Context: an optimization exercise on an open-source flow, tuned for small area, a short achievable clock period and few clock cycles per item. The choices shown serve that exercise and are no tape-out recipe.
Function was checked by simulation only, so behaviour that the tests miss may differ from the original.
Power figures rest on the tool's default switching activity, not on a simulated workload.

$ cat flow/config.mk
export PLATFORM = sky130hd
export DESIGN_NAME = frer_recovery
export DESIGN_NICKNAME = frer_recovery
export VERILOG_FILES = /design/flow/design.v
export SDC_FILE = /design/flow/constraint.sdc
export NUM_CORES = 4
export LEC_CHECK = 0
export CAP_MARGIN = 20
export CORE_MARGIN = 2
export CORE_UTILIZATION = 40
export SLEW_MARGIN = 20
$ cat flow/constraint.sdc
create_clock -name core_clock -period 20.0 [get_ports {clk}]
set_input_delay 4.0000 -clock core_clock [delete_from_list [all_inputs] [get_ports {clk}]]
set_output_delay 4.0000 -clock core_clock [all_outputs]
set_load 0.01 [all_outputs]
$ cat flow/design.v
module frer_recovery (
    input  wire        clk,
    input  wire        rst,
    input  wire        cmd_valid,
    output wire        cmd_ready,
    input  wire [1:0]  cmd_op,
    input  wire [2:0]  cmd_stream,
    input  wire [2:0]  cmd_sel,
    input  wire        cmd_has_seq,
    input  wire [15:0] cmd_seq,
    input  wire [31:0] cmd_data,
    output reg         rsp_valid,
    output reg  [31:0] rsp_data
);
    localparam OP_FRAME  = 2'd0;
    localparam OP_READ   = 2'd1;
    localparam OP_CONFIG = 2'd2;
    localparam OP_WRITE  = 2'd3;
    localparam [31:0] CC_PER_US = 32'd3000;
    reg        take_no_seq [0:7];
    reg [6:0]  hist_len    [0:7];
    reg [15:0] rec_timeout [0:7];
    reg [15:0] rec_seq     [0:7];
    reg [63:0] hist        [0:7];
    reg        rst_pending [0:7];
    reg [31:0] last_pass   [0:7];
    reg [31:0] c_passed    [0:7];
    reg [31:0] c_discarded [0:7];
    reg [31:0] c_rogue     [0:7];
    reg [31:0] c_ooo       [0:7];
    reg [31:0] c_lost      [0:7];
    reg [31:0] c_resets    [0:7];
    assign cmd_ready = 1'b1;
    wire accept = cmd_valid & cmd_ready;
    wire [2:0] s = cmd_stream;
    function [31:0] sat_add;
        input [31:0] a;
        input [6:0]  b;
        reg   [32:0] sum;
        begin
            sum = {1'b0, a} + {26'd0, b};
            sat_add = sum[32] ? 32'hFFFF_FFFF : sum[31:0];
        end
    endfunction
    function [63:0] low_mask;
        input [6:0] k;
        begin
            if (k >= 7'd64)
                low_mask = {64{1'b1}};
            else
                low_mask = (64'd1 << k) - 64'd1;
        end
    endfunction
    function [6:0] popcount64;
        input [63:0] v;
        integer i;
        begin
            popcount64 = 7'd0;
            for (i = 0; i < 64; i = i + 1)
                popcount64 = popcount64 + {6'd0, v[i]};
        end
    endfunction
    wire [6:0]  hl      = (hist_len[s] > 7'd64) ? 7'd64 : hist_len[s];
    wire [63:0] hl_mask = low_mask(hl);
    wire [31:0] since   = cmd_data - last_pass[s];
    wire [31:0] limit   = {16'd0, rec_timeout[s]} * CC_PER_US;
    wire        timeout = since > limit;
    wire        pending = rst_pending[s] | timeout;
    wire [15:0] delta     = cmd_seq - rec_seq[s];
    wire        delta_neg = delta[15];
    wire [15:0] delta_abs = delta_neg ? (16'd0 - delta) : delta;
    wire        delta_pos = !delta_neg && (delta != 16'd0);
    wire        rogue     = delta_abs >= {9'd0, hl};
    wire [5:0]  d         = delta_abs[5:0];
    wire        dup       = hist[s][d];
    wire [63:0] top_mask  = hl_mask & ~low_mask(hl - {1'b0, d});
    wire [6:0]  lost      = popcount64(~hist[s] & top_mask);
    wire [63:0] hist_adv  = ((hist[s] << d) | 64'd1) & hl_mask;
    wire [63:0] hist_mark = hist[s] | ({63'd0, 1'b1} << d);
    reg        f_pass;
    reg        f_reset;      
    reg        f_disc;       
    reg        f_rogue;      
    reg        f_ooo;        
    reg [6:0]  f_lost;       
    reg        f_pend;
    reg [15:0] f_seq;
    reg [63:0] f_hist;
    always @(*) begin
        f_pass  = 1'b0;
        f_reset = 1'b0;
        f_disc  = 1'b0;
        f_rogue = 1'b0;
        f_ooo   = 1'b0;
        f_lost  = 7'd0;
        f_pend  = pending;
        f_seq   = rec_seq[s];
        f_hist  = hist[s];
        if (!cmd_has_seq) begin
            if (take_no_seq[s])
                f_pass = 1'b1;
            else
                f_disc = 1'b1;
        end else if (pending) begin
            f_seq   = cmd_seq;
            f_hist  = 64'd1;
            f_pend  = 1'b0;
            f_reset = 1'b1;
            f_pass  = 1'b1;
        end else if (rogue) begin
            f_rogue = 1'b1;
        end else if (!delta_pos) begin
            if (dup) begin
                f_disc = 1'b1;
            end else begin
                f_hist = hist_mark;
                f_ooo  = 1'b1;
                f_pass = 1'b1;
            end
        end else begin
            f_lost = lost;
            f_hist = hist_adv;
            f_seq  = cmd_seq;
            f_ooo  = (delta_abs > 16'd1);
            f_pass = 1'b1;
        end
    end
    reg [31:0] rd_val;
    always @(*) begin
        case (cmd_sel)
            3'd0: rd_val = c_passed[s];
            3'd1: rd_val = c_discarded[s];
            3'd2: rd_val = c_rogue[s];
            3'd3: rd_val = c_ooo[s];
            3'd4: rd_val = c_lost[s];
            3'd5: rd_val = c_resets[s];
            3'd6: rd_val = {rec_seq[s], 15'd0, rst_pending[s]};
            default: rd_val = {2'd0, take_no_seq[s], hist_len[s], 6'd0, rec_timeout[s]};
        endcase
    end
    integer i;
    always @(posedge clk) begin
        if (rst) begin
            rsp_valid <= 1'b0;
            rsp_data  <= 32'd0;
            for (i = 0; i < 8; i = i + 1) begin
                take_no_seq[i] <= 1'b0;
                hist_len[i]    <= 7'd0;
                rec_timeout[i] <= 16'd0;
                rec_seq[i]     <= 16'd0;
                hist[i]        <= 64'd0;
                rst_pending[i] <= 1'b1;
                last_pass[i]   <= 32'd0;
                c_passed[i]    <= 32'd0;
                c_discarded[i] <= 32'd0;
                c_rogue[i]     <= 32'd0;
                c_ooo[i]       <= 32'd0;
                c_lost[i]      <= 32'd0;
                c_resets[i]    <= 32'd0;
            end
        end else begin
            rsp_valid <= accept;
            rsp_data  <= 32'd0;
            if (accept) begin
                case (cmd_op)
                    OP_FRAME: begin
                        rsp_data       <= {31'd0, f_pass};
                        rst_pending[s] <= f_pend;
                        rec_seq[s]     <= f_seq;
                        hist[s]        <= f_hist;
                        if (f_pass) begin
                            last_pass[s] <= cmd_data;
                            c_passed[s]  <= sat_add(c_passed[s], 7'd1);
                        end
                        if (f_disc)
                            c_discarded[s] <= sat_add(c_discarded[s], 7'd1);
                        if (f_rogue)
                            c_rogue[s] <= sat_add(c_rogue[s], 7'd1);
                        if (f_ooo)
                            c_ooo[s] <= sat_add(c_ooo[s], 7'd1);
                        if (f_lost != 7'd0)
                            c_lost[s] <= sat_add(c_lost[s], f_lost);
                        if (f_reset)
                            c_resets[s] <= sat_add(c_resets[s], 7'd1);
                    end
                    OP_READ: begin
                        rsp_data <= rd_val;
                    end
                    OP_CONFIG: begin
                        take_no_seq[s] <= cmd_data[29];
                        hist_len[s]    <= cmd_data[28:22];
                        rec_timeout[s] <= cmd_data[15:0];
                        if (cmd_data[29] != take_no_seq[s] ||
                            cmd_data[28:22] != hist_len[s])
                            rst_pending[s] <= 1'b1;
                    end
                    OP_WRITE: begin
                        case (cmd_sel)
                            3'd0: c_passed[s]    <= cmd_data;
                            3'd1: c_discarded[s] <= cmd_data;
                            3'd2: c_rogue[s]     <= cmd_data;
                            3'd3: c_ooo[s]       <= cmd_data;
                            3'd4: c_lost[s]      <= cmd_data;
                            3'd5: c_resets[s]    <= cmd_data;
                            default: ;
                        endcase
                    end
                endcase
            end
        end
    end
endmodule
$ cat flow/run.sh
#!/bin/bash
# synth_recipe.tcl (not shown) runs the flow's synth.tcl, then flattens the netlist and writes it again
# the make line also repeats each setting of config.mk as NAME=value (left out here)
make -C /OpenROAD-flow-scripts/flow DESIGN_CONFIG=/design/flow/config.mk WORK_HOME=/design/flow/orfs CLKGATE_MAP_FILE= SYNTH_SCRIPT=/design/flow/synth_recipe.tcl finish
==> results.json <==
{
  "grt_pass1_vias": 105300,
  "grt_pass1_wl_mm": 859.0,
  "fin_area_um2": 157100,
  "max_stage_delay_ns": 0.64,
  "rr_worst_depth": 48,
  "startpoint_type": "input pin",
  "gp_congestion": 1.053,
  "intPower_mw": 12.37,
  "place_inst": 16480,
  "cts_tree": "yes",
  "comb_power_share_pct": 42.4,
  "switchingPower_mw": 8.103,
  "drt-total-wl_mm": 627.3,
  "drc": 0,
  "rsz0062_at_grt": "false",
  "final_util_pct": 45.44,
  "rows": 216,
  "cts_sinks": 2665,
  "status": "complete, no violations",
  "swShare_pct": 39.59,
  "crit_path_end_kind": "flop",
  "clock_skew_ns": 0.09201,
  "pwr-share-clk_pct": 26.4,
  "nNetsFinal": 12570,
  "p_leak_nw": 55.87,
  "dp_hpwl_mm": 404.5,
  "netlist_instances": 12060,
  "htreeDepth": 5,
  "fin_crit_sh_pct": 94.74,
  "path_common_cell": "fa_1",
  "avgRoutedWirePerCell_um": 36.73,
  "vias": 112000,
  "cts_resized": 0,
  "maxSlewViolCount": 0,
  "worstPathArrival_ns": 19.67,
  "synth-adder-area-share_pct": 3.486,
  "cts_max_path_buffers": 4,
  "yosys_warnings": 1,
  "fillers": 31530,
  "synth_xor_area_share_pct": 1.655,
  "cts_setup_buffers": 0,
  "hp-class": "reg -> reg",
  "report.final.setup_viol": 0,
  "cp_slowest_cell": "fa_1",
  "max_cap_viol_count": 0,
  "p_seq_share_pct": 31.2,
  "maxUsedRoutingLayer": "met5",
  "slew_headroom_pct": 9.644,
  "synth_top_family_by_area": "simple AND/OR/NAND/NOR gates",
  "r2r_slack_ns": 4.49,
  "io_buffers": 92,
  "ys.flop_type": "edfxtp_1",
  "synth_area_um2": 138700,
  "overflow": 0,
  "muxShareOfSynthArea_pct": 7.494,
  "synth_cell_types": 110,
  "yosysSeqAreaShare_pct": 57.38,
  "worst_slew_pin_slew_ns": 1.355,
  "worstSetupPathType": "in -> reg",
  "synth_edf_count": 2624,
  "synth.ff_latch_count": 2665,
  "area_delta_synth_final_pct": 13.19,
  "fin_crit_ns": 18.95,
  "wl_met3_mm": 79.78,
  "final.setup.tns_ns": 0,
  "crit_fanout": 37,
  "die_area_um2": 351600,
  "syn_avg_cell_area_um2": 11.50,
  "hold_depth": 2,
  "start_util_pct": 40.14,
  "drt_iter0_markers": 18490,
  "drt-met1-wl_mm": 227.3,
  "vdd_drop_max_mv": 0.7170,
  "yosys.area_share.simple_pct": 14.59,
  "synth-compound-area-share_pct": 11.83,
  "drive_above_1_share_pct": 13.88,
  "max_freq_ghz": 0.05278,
  "clkLatencyLatePin_ns": 0.96,
  "design.portCount": 94,
  "numCtsBuffers": 296,
  "clk_pin_slew_ns": 0.06,
  "fin_cells": 17080,
  "coreArea_um2": 345700,
  "cts_root_buf": "clkbuf_16",
  "synth-async-reset-ratio_pct": 0,
  "drt.antenna.violating_nets": 0,
  "hold_viol_final": 0,
  "hold_buffers": 0,
  "power_density_nw_per_um2": 130.3,
  "synth_fp_nets": 12430,
  "antenna_found_initial": 64,
  "grt_max_degree": 104,
  "cp.required_ns": 20.72,
  "place_area_um2": 147400,
  "via_per_inst": 6.561,
  "grt_use_total_pct": 34.88,
  "die_x_um": 593.0,
  "die_y_um": 593.0,
  "first_pass_iters": 6,
  "wl_met2_mm": 271.3
}
[flip-flops by register name (all words and copies together) (netlist names)]
name         count
c_discarded    256
c_lost         256
c_ooo          256
c_passed       256
c_resets       256
c_rogue        256
hist           512
hist_len        56
last_pass      256
rec_seq        128
rec_timeout    128
rsp_data        32
rsp_valid        1
rst_pending      8
take_no_seq      8
[cells in the mapped netlist, types with 126 or more instances]
cell type  count  area (µm²)
nor2_1      2672       10030
o22ai_1      305        1908
and2_1       486        3040
mux4_2       167        3761
a22oi_1      253        1899
nor3_1       187       935.9
a21oi_1      389        1947
ha_1         185        2315
fa_1         126        2522
a221oi_1     280        2452
edfxtp_1    2624       78800
clkbuf_1     531        1993
nand2_1      561        2106
nand3_1      157       785.8
xnor2_1      169        1480
mux2i_1      456        4564
inv_1        234       878.3
buf_2        154       770.7
mux2_2       183        2061
o21ai_0      313        1567
[final cells by class]
class                   count  area [µm²]  area share (%)
flip-flops and latches   2665       79620           50.69
clock inverters           154        1489          0.9480
inverters                 246       938.4          0.5975
well taps                4578        5728           3.647
multi-input cells        8271       55410           35.28
clock buffers             377        7876           5.015
diodes                     64       160.2          0.1020
repair buffers            722        5833           3.714
[kinds of logic after synthesis]
family / Yosys count
flops: 2665
buf+inv: 1124
xor+xnor: 260
mux: 807
compound gates: 2340
fa+ha+maj: 311
other cells: 1
simple gates: 4552
[cells in the final DEF (no fill, tap or decap), drive strengths merged, types with 307 or more instances in the layout]
| master | n |
|---|---|
| nor2 | 2672 |
| edfxtp | 2624 |
| buf | 656 |
| nand2 | 570 |
| and2 | 487 |
| mux2i | 456 |
| a21oi | 391 |
| clkbuf | 378 |
| o21ai | 357 |
| o22ai | 307 |
[stage by stage]
step                hold WS (ns)  worst slack [ns]  power [mW]
finish                    0.5214             1.052       20.47
global route              0.5380            0.3162       21.31
CTS                       0.5211             1.320       20.26
detailed placement        0.5080            0.5191       14.90
global placement          0.4900            0.4182       14.96
floorplan                 0.4739           0.01388       11.79
[routing by layer]
metal | up-vias | global-route usage, %
li1 | 45120 | -
met1 | 56380 | 44.97
met2 | 8652 | 51.86
met3 | 1863 | 9.252
met4 | 34 | 22.77
met5 | - | 0
[critical path: cells and delay by family]
family	cells	cell delay [ns]
and+or+nand+nor	11	3.14
AOI/OAI and AO/OA	17	4.09
muxes	1	0.38
buffers and inverters	9	1.69
adders and majority gates	12	5.67
xor gates and xnor gates	2	0.55
[power groups by stage]
stage               clock (mW)  sequential [mW]  combinational [mW]
CTS                       5.41             6.39                8.47
floorplan                    0             6.49                5.31
global placement             0             6.49                8.47
global route              5.62             6.40                9.29
detailed placement           0             6.50                8.40
finish                    5.40             6.39                8.68
[final timing paths]
path,startpoint,to
min,rst_pending[0],rst_pending[0]
min reg2reg,rst_pending[0],rst_pending[0]
max reg2reg,rec_seq[1][0],c_lost[2][20]
max,cmd_stream[2],c_lost[2][20]
Testbench counts, summed over its fixed seeds: cycles 24,584, items 24,576.

separate check: timing with driven ports:
The flow's constraints put no driver on any port. The routed layout listed below was extracted and timed again, unchanged, in two steps.
Step 1 (the two cells are an assumption about what drives the block):
set clk [get_ports {clk}]
set_driving_cell -lib_cell sky130_fd_sc_hd__clkbuf_16 $clk
set_driving_cell -lib_cell sky130_fd_sc_hd__buf_2 [delete_from_list [all_inputs] $clk]
Step 2 moves the port delays by t, midway between the first and last clock arrival at a register: inputs arrive t later, outputs are due t later. That takes back most of the time a late clock gives input paths.
Three values: ideal ports, drivers, drivers and shift; two values: the first two.
t, ns: 1.028
setup slack, ns: 1.052 / 1.057 / 0.030
worst register clock-pin slew, ns: 0.07 / 0.07
After both steps this run still meets setup and hold. The setup slack of this run moves by +0.005 ns with the drivers and by -1.022 ns with both steps.
